This design comes from an exercise in tuning for small area and a short achievable clock period on the open sky130 flow, not from production work. The RTL was checked by simulation tests, not by an equivalence proof against the original design. Power and IR drop assume default switching activity.

Design enc_top, start of the top module:
module enc_top (
    input  wire        clk,
    input  wire        rst,           
    input  wire        en,            
    input  wire [7:0]  filt_n,        
    input  wire        invert,        
    input  wire        enc_a,
    input  wire        enc_b,
    input  wire        clr_unc,       
    output reg  [47:0] count,         
    output wire [55:0] p256,          
    output wire        fwd,           
    output wire        still,         
    output wire [23:0] deff,          
    output reg  [23:0] delta,         
    output reg         uncertain,     
    output reg  [23:0] ill_count      
);
For scale: roughly 2200 cells after synthesis, about 280 flip-flops, about 190 I/O pins, about 20000 µm² of cells after synthesis.
==> flow/config.mk <==
export PLATFORM = sky130hd
export DESIGN_NAME = enc_top
export DESIGN_NICKNAME = enc_top
export VERILOG_FILES = /design/flow/design.v
export SDC_FILE = /design/flow/constraint.sdc
export NUM_CORES = 4
export LEC_CHECK = 0
export CAP_MARGIN = 20
export CORE_MARGIN = 2
export CORE_UTILIZATION = 40
export SLEW_MARGIN = 20
==> flow/constraint.sdc <==
create_clock -name core_clock -period 110.0 [get_ports {clk}]
set_input_delay 22.0000 -clock core_clock [delete_from_list [all_inputs] [get_ports {clk}]]
set_output_delay 22.0000 -clock core_clock [all_outputs]
set_load 0.01 [all_outputs]
standard.sh (not shown) runs the stock make flow with config.mk's settings and CLKGATE_MAP_FILE= SYNTH_SCRIPT=/design/flow/synth_recipe.tcl, a recipe that flattens the netlist after the stock synthesis.
==> flow/flow/run.sh <==
#!/bin/bash
# The standard layout, with plain buffers on the ports instead of the
# delay cell buffer_ports picks by default, and a clock tree of smaller
# buffers without dummy loads. Each tool's output goes to its own log
# here; ORFS keeps its step logs under orfs/logs.
set -euo pipefail
export BUFFER_PORTS_ARGS="-buffer_cell sky130_fd_sc_hd__buf_1"
export CTS_ARGS="-sink_clustering_enable -repair_clock_nets -dont_use_dummy_load -buf_list sky130_fd_sc_hd__clkbuf_8 -sink_clustering_size 16 -sink_clustering_max_diameter 60"
export SETUP_SLACK_MARGIN=84.3
bash standard.sh > standard.log 2>&1
Next try:
--- a/flow/flow/run.sh
+++ b/flow/flow/run.sh
@@ -8,3 +8,3 @@
 export CTS_ARGS="-sink_clustering_enable -repair_clock_nets -dont_use_dummy_load -buf_list sky130_fd_sc_hd__clkbuf_8 -sink_clustering_size 16 -sink_clustering_max_diameter 60"
-export SETUP_SLACK_MARGIN=84.3
+export SETUP_SLACK_MARGIN=85.0
 bash standard.sh > standard.log 2>&1
The changed run passed the timing, DRC and antenna checks. Clock skew goes down by 0.014 ns. Via count goes up by 0.63%. Cell count goes up by 0.60%. Wire length goes up by 1.4%. Global-route usage goes up by 0.23 points. Total power goes up by 0.48%. Non-clock buffer count goes up by 16. Sequential power hardly moves.

---

== amber ==
Another version of the RTL of enc_top (not shown whole).
For scale: roughly 2400 cells after synthesis, roughly 280 flip-flops, ~190 I/O pins, roughly 0.021 sq mm of cells after synthesis.
// enc_top
module enc_top (
    input  wire        clk,
    input  wire        rst,           
    input  wire        en,            
    input  wire [7:0]  filt_n,        
    input  wire        invert,        
    input  wire        enc_a,
    input  wire        enc_b,
    input  wire        clr_unc,       
    output reg  [47:0] count,         
    output wire [55:0] p256,          
    output wire        fwd,           
    output wire        still,         
    output wire [23:0] deff,          
    output reg  [23:0] delta,         
    output reg         uncertain,     
    output reg  [23:0] ill_count      
);
    localparam [23:0] M24 = 24'hFFFFFF;
    genvar i;
    reg  [7:0] n_q;
    wire [8:0] nz;                  
    wire [7:0] y;                   
    assign nz[0] = 1'b1;
    generate
        for (i = 0; i < 8; i = i + 1) begin : g_y
            assign nz[i+1] = nz[i] & ~n_q[i];
            assign y[i]    = (n_q[i] ^ nz[i]) & ~nz[8];
        end
    endgenerate
    reg  en_q;
    wire load = en && !en_q;
    wire step = en && en_q;
    wire fa, fb, qa, qb;
    enc_filter u_fa (.clk(clk), .load(load), .step(step), .y(y),
                     .in(enc_a), .out_q(fa), .qual(qa));
    enc_filter u_fb (.clk(clk), .load(load), .step(step), .y(y),
                     .in(enc_b), .out_q(fb), .qual(qb));
    reg  dir_known, rev_q, after_ill, valid, dmax;
    wire illegal  = qa && qb;
    wire legal    = qa ^ qb;
    wire step_fwd = (fa ^ fb ^ qa) ^ invert;
    wire good     = !after_ill && dir_known && (step_fwd == !rev_q);
    wire vedge    = legal && good;
    reg  [23:0] g_q;
    wire [24:0] g_inc = {1'b0, g_q} + 25'd1;
    wire [23:0] g_nxt = g_inc[24] ? M24 : g_inc[23:0];
    reg  [23:0] m_q;
    wire [24:0] m_inc = {1'b0, m_q} + 25'd1;
    reg  [7:0] tk_s;
    reg  [8:0] tk_t;
    reg  [7:0] tb_s;
    reg  [8:0] tb_t;
    always @(*) begin
        case (g_inc[3:0])
            4'd2:  begin tb_s = 8'd128; tb_t = 9'd0;  end
            4'd3:  begin tb_s = 8'd85;  tb_t = 9'd1;  end
            4'd4:  begin tb_s = 8'd64;  tb_t = 9'd0;  end
            4'd5:  begin tb_s = 8'd51;  tb_t = 9'd1;  end
            4'd6:  begin tb_s = 8'd42;  tb_t = 9'd4;  end
            4'd7:  begin tb_s = 8'd36;  tb_t = 9'd4;  end
  ...
clock: 110.0 ns
lec_check: 0
cap_margin: 20
core_margin: 2
core_utilization: 40
slew_margin: 20
run.sh (not shown) runs the stock make flow with config.mk's settings and CLKGATE_MAP_FILE= SYNTH_SCRIPT=/design/flow/synth_recipe.tcl, a recipe that flattens the netlist after the stock synthesis.
Stock flow here: none of the scripts above is used.
Inputs modified between amber and juniper:
==> flow/flow/run.sh (new file) <==
#!/bin/bash
# The standard layout, with plain buffers on the ports instead of the
# delay cell buffer_ports picks by default, and a clock tree of smaller
# buffers without dummy loads. Each tool's output goes to its own log
# here; ORFS keeps its step logs under orfs/logs.
set -euo pipefail
export BUFFER_PORTS_ARGS="-buffer_cell sky130_fd_sc_hd__buf_2"
export CTS_ARGS="-sink_clustering_enable -repair_clock_nets -dont_use_dummy_load -buf_list sky130_fd_sc_hd__clkbuf_4 -sink_clustering_size 8 -sink_clustering_max_diameter 40"
bash standard.sh > standard.log 2>&1
==> flow/standard.sh (new file) <==
#!/bin/bash
# synth_recipe.tcl (not shown) runs the flow's synth.tcl, then flattens the netlist and writes it again
# the make line also repeats each setting of config.mk as NAME=value (left out here)
make -C /OpenROAD-flow-scripts/flow DESIGN_CONFIG=/design/flow/config.mk WORK_HOME=/design/flow/orfs CLKGATE_MAP_FILE= SYNTH_SCRIPT=/design/flow/synth_recipe.tcl "${@:-finish}"
removed: flow/run.sh
- Est. power | juniper vs amber | juniper lower
- Residual DRC count came out exactly the same in amber and juniper.
- Measured against each other, amber and juniper differ in sequential cell fraction of total power, the higher figure coming from juniper.
- From amber to juniper the numbers moved as follows: worst slew margin relative to its limit rose by 4.0 points, utilization after layout fell by 3.5 points, area growth from synthesis to final layout fell by 8.7 points, detailed router's first-iteration violation count rose by 105.
- The final reports for juniper and amber show fraction of standard cell area in multi-input logic higher in the former.
- Compared with amber, in juniper number of fill cells in the layout has increased, number of H-tree levels has remained practically unchanged.

## separate check: timing with driven ports
How much do the figures lean on ideal ports? The routed layouts below were timed once more, with nothing changed but the port constraints.
Step 1: set_driving_cell puts a clkbuf_16 on clk and a buf_2 on each other input, an assumption about the parent block.
Step 2 adds t to the input delays and takes it off the output delays; t is the mean of the earliest and latest rising clock arrival at the registers after step 1. Input paths then give back, and output paths get back, about the clock's delay inside the block.
Slacks: ideal / step 1 / step 2; pairs: ideal / step 1.
run	t (ns)	slack for setup (ns)	latest minus earliest clock arrival (ns)	worst data-port slew with drivers (ns)
the first run of note 1	0.673	84.586 / 84.538 / 84.044	0.117 / 0.118	0.06
the second run of note 1	0.686	85.051 / 85.000 / 84.578	0.100 / 0.100	0.04
amber	0.601	83.731 / 83.676 / 83.485	0.022 / 0.022	0.06
juniper	0.823	83.976 / 83.924 / 83.930	0.163 / 0.163	0.05
After both steps every run listed still meets setup and hold. For the first run of note 1, which loses most, drivers alone change the setup slack by -0.048 ns; drivers and shift together by -0.542 ns.
